Context: an optimization exercise on an open-source flow, tuned for small area, a short achievable clock period and few clock cycles. The choices shown serve that exercise and are no tape-out recipe. Function was checked by simulation only, so behaviour that the tests miss may differ from the original. Power and IR drop assume default switching activity.

--- flow/config.mk ---
export PLATFORM = sky130hd
export DESIGN_NAME = island_engine
export DESIGN_NICKNAME = island_engine
export VERILOG_FILES = /design/flow/design.v
export SDC_FILE = /design/flow/constraint.sdc
export NUM_CORES = 4
export LEC_CHECK = 0
export CAP_MARGIN = 20
export CORE_MARGIN = 2
export CORE_UTILIZATION = 30
export SLEW_MARGIN = 20
--- flow/constraint.sdc ---
create_clock -name core_clock -period 10.0 [get_ports {clk}]
set_input_delay 2.0000 -clock core_clock [delete_from_list [all_inputs] [get_ports {clk}]]
set_output_delay 2.0000 -clock core_clock [all_outputs]
set_load 0.01 [all_outputs]
--- flow/run.sh ---
#!/bin/bash
# synth_recipe.tcl (not shown) runs the flow's synth.tcl, then flattens the netlist and writes it again
# the make line also repeats each setting of config.mk as NAME=value (left out here)
make -C /OpenROAD-flow-scripts/flow DESIGN_CONFIG=/design/flow/config.mk WORK_HOME=/design/flow/orfs CLKGATE_MAP_FILE= SYNTH_SCRIPT=/design/flow/synth_recipe.tcl finish
--- flow/design.v ---
module island_engine (
    input  wire         clk,
    input  wire         rst,
    input  wire         start_valid,
    output wire         start_ready,
    input  wire [63:0]  node_valid,
    input  wire [63:0]  node_lit,
    input  wire [7:0]   min_lit,
    input  wire [6:0]   lit_min,
    input  wire [7:0]   persist,
    input  wire         rebase,
    input  wire         br_valid,
    output wire         br_ready,
    input  wire [5:0]   br_a,
    input  wire [5:0]   br_b,
    input  wire         br_conn,
    input  wire         br_last,
    output reg          done,
    output reg  [6:0]   count,
    output reg  [6:0]   nlit,
    output reg  [6:0]   nvalid,
    output reg  [15:0]  open_br,
    output reg          eval_valid,
    output reg  [1:0]   kind,
    output reg          island_local,
    output reg  [6:0]   base,
    output reg  [6:0]   ref_count,
    output wire [383:0] root,
    output reg  [63:0]  counted
);
    localparam S_IDLE = 3'd0;
    localparam S_BR   = 3'd1;
    localparam S_FA   = 3'd2;
    localparam S_FB   = 3'd3;
    localparam S_FIN  = 3'd4;
    localparam S_CNT  = 3'd5;
    localparam S_POST = 3'd6;
    reg [2:0] state;
    reg [5:0] parent [0:63];
    reg [6:0] litcnt [0:63];
    reg [63:0] v_q;
    reg [63:0] l_q;
    reg [7:0]  min_lit_q;
    reg [6:0]  lit_min_q;
    reg [7:0]  persist_q;
    reg [5:0]  bb;
    reg        last_q;
    reg [5:0]  x;        
    reg [5:0]  ra;       
    reg [5:0]  n;        
    reg [6:0]  nlit_acc;
    reg [6:0]  nvalid_acc;
    reg [6:0]  count_q;
    reg        ev_q;
    reg        pend_rebase;
    reg [7:0]  up;
    reg [7:0]  down;
    assign start_ready = (state == S_IDLE);
    assign br_ready    = (state == S_BR);
    genvar gi;
    generate
        for (gi = 0; gi < 64; gi = gi + 1) begin : g_root
            assign root[6*gi +: 6] = parent[gi];
        end
    endgenerate
    wire [5:0] px  = parent[x];
    wire [5:0] ppx = parent[px];
    wire [5:0] pn    = parent[n];
    wire [5:0] root_n = parent[pn];
    reg [63:0] counted_c;
    reg [6:0]  count_c;
    integer i;
    always @* begin
        count_c = 7'd0;
        for (i = 0; i < 64; i = i + 1) begin
            counted_c[i] = v_q[i] && (parent[i] == i[5:0]) && ({1'b0, litcnt[i]} >= min_lit_q);
            count_c = count_c + {6'd0, counted_c[i]};
        end
    end
    wire [13:0] lit_pct   = nlit_acc * 7'd100;
    wire [13:0] valid_pct = lit_min_q * nvalid_acc;
    wire        ev_c      = (nvalid_acc != 7'd0) && (lit_pct >= valid_pct);
    reg [7:0] up_n, down_n;
    reg [6:0] ref_n;
    reg [1:0] kind_n;
    always @* begin
        up_n   = (count_q > ref_count) ? up + 8'd1 : 8'd0;
        down_n = (count_q < ref_count) ? down + 8'd1 : 8'd0;
        ref_n  = ref_count;
        kind_n = 2'd0;
        if (up_n >= persist_q) begin
            ref_n  = count_q;
            up_n   = 8'd0;
            kind_n = 2'd1;
        end
        if (down_n >= persist_q) begin
            ref_n  = count_q;
            down_n = 8'd0;
            kind_n = 2'd2;
        end
    end
    integer k;
    always @(posedge clk) begin
        done <= 1'b0;
        if (rst) begin
            state        <= S_IDLE;
            pend_rebase  <= 1'b1;
            up           <= 8'd0;
            down         <= 8'd0;
            base         <= 7'd0;
            ref_count    <= 7'd0;
            island_local <= 1'b0;
            kind         <= 2'd0;
            eval_valid   <= 1'b0;
            count        <= 7'd0;
            nlit         <= 7'd0;
            nvalid       <= 7'd0;
            open_br      <= 16'd0;
            counted      <= 64'd0;
        end else begin
            case (state)
                S_IDLE: begin
                    if (start_valid) begin
                        v_q         <= node_valid;
                        l_q         <= node_lit & node_valid;
                        min_lit_q   <= min_lit;
                        lit_min_q   <= lit_min;
                        persist_q   <= persist;
                        pend_rebase <= pend_rebase | rebase;
                        open_br     <= 16'd0;
                        for (k = 0; k < 64; k = k + 1) begin
                            parent[k] <= k[5:0];
                            litcnt[k] <= 7'd0;
                        end
                        state <= S_BR;
                    end
                end
                S_BR: begin
                    if (br_valid) begin
                        bb     <= br_b;
                        last_q <= br_last;
                        if (v_q[br_a] && v_q[br_b] && br_conn) begin
                            x     <= br_a;
                            state <= S_FA;
                        end else begin
                            if (v_q[br_a] && v_q[br_b])
                                open_br <= open_br + 16'd1;
                            if (br_last) begin
                                n          <= 6'd0;
                                nlit_acc   <= 7'd0;
                                nvalid_acc <= 7'd0;
                                state      <= S_FIN;
                            end
                        end
                    end
                end
                S_FA: begin
                    if (px == x) begin
                        ra    <= x;
                        x     <= bb;
                        state <= S_FB;
                    end else begin
                        parent[x] <= ppx;
                        x         <= ppx;
                    end
                end
                S_FB: begin
                    if (px == x) begin
                        if (ra > x)
                            parent[ra] <= x;
                        else if (ra < x)
                            parent[x] <= ra;
                        if (last_q) begin
                            n          <= 6'd0;
                            nlit_acc   <= 7'd0;
                            nvalid_acc <= 7'd0;
                            state      <= S_FIN;
                        end else begin
                            state <= S_BR;
                        end
                    end else begin
                        parent[x] <= ppx;
                        x         <= ppx;
                    end
                end
                S_FIN: begin
                    parent[n] <= root_n;
                    if (l_q[n])
                        litcnt[root_n] <= litcnt[root_n] + 7'd1;
                    nlit_acc   <= nlit_acc + {6'd0, l_q[n]};
                    nvalid_acc <= nvalid_acc + {6'd0, v_q[n]};
                    n <= n + 6'd1;
                    if (n == 6'd63)
                        state <= S_CNT;
                end
                S_CNT: begin
                    counted <= counted_c;
                    count_q <= count_c;
                    ev_q    <= ev_c;
                    state   <= S_POST;
                end
                S_POST: begin
                    count      <= count_q;
                    nlit       <= nlit_acc;
                    nvalid     <= nvalid_acc;
                    eval_valid <= ev_q;
                    if (ev_q) begin
                        if (pend_rebase) begin
                            pend_rebase  <= 1'b0;
                            base         <= count_q;
                            ref_count    <= count_q;
                            up           <= 8'd0;
                            down         <= 8'd0;
                            island_local <= 1'b0;
                            kind         <= 2'd3;
                        end else begin
                            up           <= up_n;
                            down         <= down_n;
                            ref_count    <= ref_n;
                            kind         <= kind_n;
                            island_local <= (ref_n > base);
                        end
                    end else begin
                        kind <= 2'd0;
                    end
                    done  <= 1'b1;
                    state <= S_IDLE;
                end
                default: state <= S_IDLE;
            endcase
        end
    end
endmodule
==> notes.md <==
- The run finished with no timing, DRC or antenna violations.
- The detailed-route wire length on metal 1 is between 150000 and 200000 µm.
- The count of distinct cell types in the synthesized netlist is around 120.
- The netlist area before placement is ~0.08 mm².
- The clock-pin slew of the registers on the worst-case setup and hold paths is around 0.06 ns.
- Buffers placed on the I/O ports in this run total between 600 and 700.
- On the final layout, the worst clock skew is about 0.095 ns.
- For the worst flop-to-flop path, the logic depth is 23.
- The maximum clock path buffer count is 4.
- After detailed routing, the number of vias per cell comes to a little over 6.
- Of the total power, the clock network draws 0.132.
- In the post-synthesis netlist, the biggest area contributors are sky130_fd_sc_hd__edfxtp_1 39%, sky130_fd_sc_hd__mux4_2 10%, sky130_fd_sc_hd__ha_1 9.1%.
- In this run the static leakage power is 36.8 nW.
- In this run, post-CTS repair resized a total of 0 instances.
- The final number of setup-violating endpoints is 0.
- The clock tree from TritonCTS is built.
- The global routing usage summed across all routing layers is 0.308.
- The number of synthesized flops with an enable pin is 1030.
- The clock reaches the later pin of the worst-skew pair after approximately 0.87 ns.
- The largest single stage delay on the critical path is 0.95 ns.
- The total internal power is 19.5 mW.
- After detailed routing, the met3 layer carries between 60000 and 70000 µm of wire.
- After detailed placement, the design holds a cell count of 11500.
- Across the VDD grid, the largest voltage drop is ~1200 µV.
- The critical path goes through nand2_1 -> nor3_1 -> and4b_1 -> mux2_2 -> nor3_4 -> buf_4 -> a32o_1 -> o21ai_1 -> and4_1 -> buf_12 -> nand3_4 -> buf_12 -> buf_4 -> mux2i_1 -> mux2_2 -> o41ai_1 -> a2111oi_0 -> nand4b_1 -> ha_1 -> buf_4 -> xnor2_4 -> buf_12 -> nor2_1.
- For this configuration, the core starts out at a cell density of 0.301.
- In the final routed layout, each cell accounts on average for 36.7 µm.
- The root cell of the clock tree is sky130_fd_sc_hd__clkbuf_16.
- The core region is approximately 0.26 mm².
- The clock period minus worst slack is ~9 ns.
- The net count of the finished layout is roughly 8900.
- For the pin with the worst max-slew slack, the measured transition is about 1.3 ns.
- In the layout the commonest cells are 1030 x sky130_fd_sc_hd__edfxtp_1, 890 x sky130_fd_sc_hd__nand2_1, 874 x sky130_fd_sc_hd__nor2_1.
- STA puts the critical path data arrival time at about 9.8 ns.
- The max capacitance violation total is 0.
- The buffer and inverter count on the worst path is 6.
- The hold violation count in the final report is 0.
- Setup repair after global routing left no endpoint under its margin.
- The startpoint type of the worst setup path is a flop.
- The most common cell after layout, fill and taps aside is sky130_fd_sc_hd__edfxtp_1.
- After detailed routing, the total wire length is ~430000 µm.
- The path category of the worst min-delay check is reg -> reg.
- The share of final-layout standard cells stronger than drive strength 1 is 0.165.
- The fraction of post-synthesis cell area in the top cell type by area is 0.388.
- The number of setup buffers added after CTS is 0.
- The residual DRC count is 0.
- The worst register-to-register path ends at litcnt[45][2]$_SDFFCE_PN0P_.
- The total clock sinks is roughly 1200.
- The post-route setup TNS is 0 ns.
- The worst setup path is captured at a flop.
- The slowest stage of the critical path is the sky130_fd_sc_hd__dfxtp_1 cell.
- In this run the register-to-register setup slack is roughly 0.73 ns.
- Of the total power, the share spent switching nets is 0.534.
- The number of optimization iterations in the first detailed-route pass is 6.
- Along the worst path, the maximum fanout reaches 18.
- Of all cell types, the one taking the most synthesized area is sky130_fd_sc_hd__edfxtp_1.
- Derived from the worst setup path, the maximum achievable clock frequency is around 0.11 GHz.
- The chip width is 520 µm.
- The number of antenna violations at the first check in global routing is 67.
- The area of placed instances is between 0.09 and 0.1 mm².
- The area of all placed cells without fillers is just under 0.1 mm².
- The largest net degree at the start of global routing is 96.
- The number of top-level pins is just under 700.
- The net count after synthesis is between 8000 and 9000.
- The highest metal layer used by the detailed router is met5.
- The die height is between 500 and 600 µm.
- The number of global-route vias before repair is 66700.
- Counting every instance in the synthesized netlist gives 7233.
- Detailed placement finished with a half-perimeter wire length of 333000 µm.
- The iteration-0 DRC count of the detailed router is roughly 11000.
- Wire segments on met2 add up to about 170000 µm in the final route.
- The routability-driven placement congestion ratio is roughly 1.1.
- The most used flip-flop cell after synthesis is sky130_fd_sc_hd__edfxtp_1.
- At the worst endpoint, the required time is ~11 ns.
- The count of final max-slew check failures is 0.
- The power per cell area is about 420 mW/mm².
- The area growth from synthesis to layout is 23.5%.
- The switching power summed over all nets is about 22 mW.
- The critical setup path kind is reg -> reg.
- The worst max-slew margin expressed relative to the limit is 0.153.
- For this run, the number of Yosys warnings is 1.
- Of the available clock period, the critical path in the final layout requires 0.927.
- The average size of a mapped cell is between 10 and 15 µm².
- The kind of cell adding the most delay to the critical path is simple AND/OR/NAND/NOR gates.
- Counting instances, the worst hold path has a depth of 2.
- The number of clock buffers added by TritonCTS is around 150.
- In this run, synthesis produced a sequential element count of between 1000 and 1500.
- The number of nets with antenna violations after detailed routing is 0.
- The clock tree synthesis step divided the H-tree into 4 levels.
- The path with the worst hold slack has its endpoint at counted[48]$_SDFFE_PP0N_.
- Global routing finished with a remaining overflow of 0.
- Of the total power, registers draw 0.163.
- For this block, the via count after detailed routing is 70900.
- The cts-stage hold buffer count is 0.
- The proportion of power drawn by combinational gates is 0.705.
- The standard-cell row count is roughly 190.
- The hold path startpoint is counted[48]$_SDFFE_PP0N_.
- The sequential fraction of the synthesis area is 0.426.
- The area enclosed by the die boundary is around 0.27 mm².
- The share of flip-flops with an asynchronous set or reset is 0.
- The count of placed standard cells in the final layout, fillers left out is 11800.
- The global-route wire length before repair is roughly 580000 µm.
[metrics by stage]
step	setup WS, ns	power [mW]	hold WS, ns	utilization
final	0.731	41.8	0.454	0.372
after global routing	0.997	42.4	0.469	0.372
after floorplan	1.64	19.8	0.450	-
after CTS	1.32	41.0	0.455	0.372
after detailed placement	1.24	35.4	0.446	0.353
after global placement	1.33	35.2	0.446	0.353
[flip-flops by register name, summed over array words and instances, names as in the netlist, 16 cells and up, named ones only]
register  cells
litcnt      448
parent      384
counted      64
l_q          64
v_q          64
open_br      16
[how the worst max path moves through the flow]
| stage | slack (ns) | cells after the start | from | endpoint |
|---|---|---|---|---|
| after floorplan | 1.64 | 29 | min_lit_q[0]$_DFFE_PP_ | count_q[6]$_DFFE_PP_ |
| after global placement | 1.33 | 14 | br_a[0] | parent[25][4]$_SDFFCE_PN1P_ |
| after detailed placement | 1.24 | 14 | br_b[0] | parent[28][4]$_SDFFCE_PN1P_ |
| after CTS | 1.32 | 26 | flop | litcnt[42][2]$_SDFFCE_PN0P_ |
| after global routing | 1.0 | 24 | flop | litcnt[45][2]$_SDFFCE_PN0P_ |
| final | 0.73 | 23 | flop | litcnt[45][2]$_SDFFCE_PN0P_ |
[cells in the mapped netlist, types with 16 or more instances]
cell type / number
sky130_fd_sc_hd__nor3_1: 44
sky130_fd_sc_hd__o21ai_0: 224
sky130_fd_sc_hd__o211ai_1: 53
sky130_fd_sc_hd__nand4_1: 44
sky130_fd_sc_hd__and2_1: 100
sky130_fd_sc_hd__and3_1: 66
sky130_fd_sc_hd__ha_1: 578
sky130_fd_sc_hd__clkbuf_1: 210
sky130_fd_sc_hd__buf_6: 48
sky130_fd_sc_hd__dfxtp_1: 152
sky130_fd_sc_hd__nor2b_1: 130
sky130_fd_sc_hd__xor2_1: 25
sky130_fd_sc_hd__mux2_2: 81
sky130_fd_sc_hd__mux4_2: 365
sky130_fd_sc_hd__a221oi_1: 20
sky130_fd_sc_hd__mux2i_1: 369
sky130_fd_sc_hd__a21oi_1: 319
sky130_fd_sc_hd__inv_1: 229
sky130_fd_sc_hd__buf_1: 41
sky130_fd_sc_hd__fa_1: 80
sky130_fd_sc_hd__nand4b_1: 34
sky130_fd_sc_hd__a32oi_1: 16
sky130_fd_sc_hd__o221ai_1: 20
sky130_fd_sc_hd__edfxtp_1: 1030
sky130_fd_sc_hd__nor2_1: 885
sky130_fd_sc_hd__a211oi_1: 50
sky130_fd_sc_hd__xnor2_1: 36
sky130_fd_sc_hd__buf_4: 47
sky130_fd_sc_hd__o22ai_1: 22
sky130_fd_sc_hd__or3_1: 17
sky130_fd_sc_hd__nor4_1: 42
sky130_fd_sc_hd__a21o_1: 107
sky130_fd_sc_hd__nand2b_1: 166
sky130_fd_sc_hd__buf_2: 86
sky130_fd_sc_hd__nor3_2: 68
sky130_fd_sc_hd__nand2_1: 892
sky130_fd_sc_hd__nand3_1: 207
sky130_fd_sc_hd__a22oi_1: 58
[worst register-to-register path, cell delays in order, from the launching register on]
cell	delay, ns
sky130_fd_sc_hd__dfxtp_1	0.95
sky130_fd_sc_hd__nand2_1	0.70
sky130_fd_sc_hd__nor3_1	0.86
sky130_fd_sc_hd__and4b_1	0.37
sky130_fd_sc_hd__mux2_2	0.47
sky130_fd_sc_hd__nor3_4	0.80
sky130_fd_sc_hd__buf_4	0.31
sky130_fd_sc_hd__a32o_1	0.17
sky130_fd_sc_hd__o21ai_1	0.15
sky130_fd_sc_hd__and4_1	0.30
sky130_fd_sc_hd__buf_12	0.15
sky130_fd_sc_hd__nand3_4	0.27
sky130_fd_sc_hd__buf_12	0.18
sky130_fd_sc_hd__buf_4	0.22
sky130_fd_sc_hd__mux2i_1	0.20
sky130_fd_sc_hd__mux2_2	0.28
sky130_fd_sc_hd__o41ai_1	0.09
sky130_fd_sc_hd__a2111oi_0	0.83
sky130_fd_sc_hd__nand4b_1	0.30
sky130_fd_sc_hd__ha_1	0.29
sky130_fd_sc_hd__buf_4	0.16
sky130_fd_sc_hd__xnor2_4	0.56
sky130_fd_sc_hd__buf_12	0.26
sky130_fd_sc_hd__nor2_1	0.08
[power groups by stage]
stage / logic [mW] / registers [mW] / clock network [mW]
after floorplan: 13.4 / 6.35 / 0
after global placement: 28.4 / 6.82 / 0
after detailed placement: 28.5 / 6.83 / 0
after CTS: 28.7 / 6.74 / 5.56
after global routing: 29.8 / 6.80 / 5.71
final: 29.5 / 6.81 / 5.52
[logic make-up after synthesis]
kind of cell / share of synthesized area
xor+xnor: 0.00751
fa+ha+maj: 0.111
mux: 0.163
flops: 0.426
compound gates: 0.0840
buf+inv: 0.0406
simple gates: 0.168
[per-layer routing]
metal,global-route usage,up-vias
met5,0,-
met4,0.149,30
met3,0.139,935
met2,0.421,5545
met1,0.407,35800
li1,-,28600
[final cells by class]
class,instances,area [µm²]
clock buffer,173,3860
multi-input combinational,5381,43100
clock inverter,81,961
antenna,28,70.1
fill,26000,166000
sequential,1182,34000
inverter,232,876
tap,3533,4420
timing repair buffer,1151,11200
Testbench counts, summed over its fixed seeds: cycles 55,471.

[static timing again, ports no longer ideal]
No port has a modelled driver above. Below, the same layout with a new extraction and two added sets of constraints.
Step 1, drivers: a clkbuf_16 drives clk and a buf_2 each remaining input, both assumed.
Step 2 moves the port delays by t, midway between the first and last clock arrival at a register: inputs arrive t later, outputs are due t later. That takes back most of the time a late clock gives input paths.
a / b / c = ideal ports / drivers / drivers and shift; a / b = the first two.
t (ns): 0.916
slack for setup (ns): 0.731 / 0.731 / 0.731
hold WS [ns]: 0.454 / 0.454 / 0.454
slew at the worst register clock pin (ns): 0.07 / 0.07
pins driven straight from the clock port: 1
After both steps this run still meets setup and hold. The setup slack of this run moves by 0.000 ns with the drivers and by 0.000 ns with both steps.
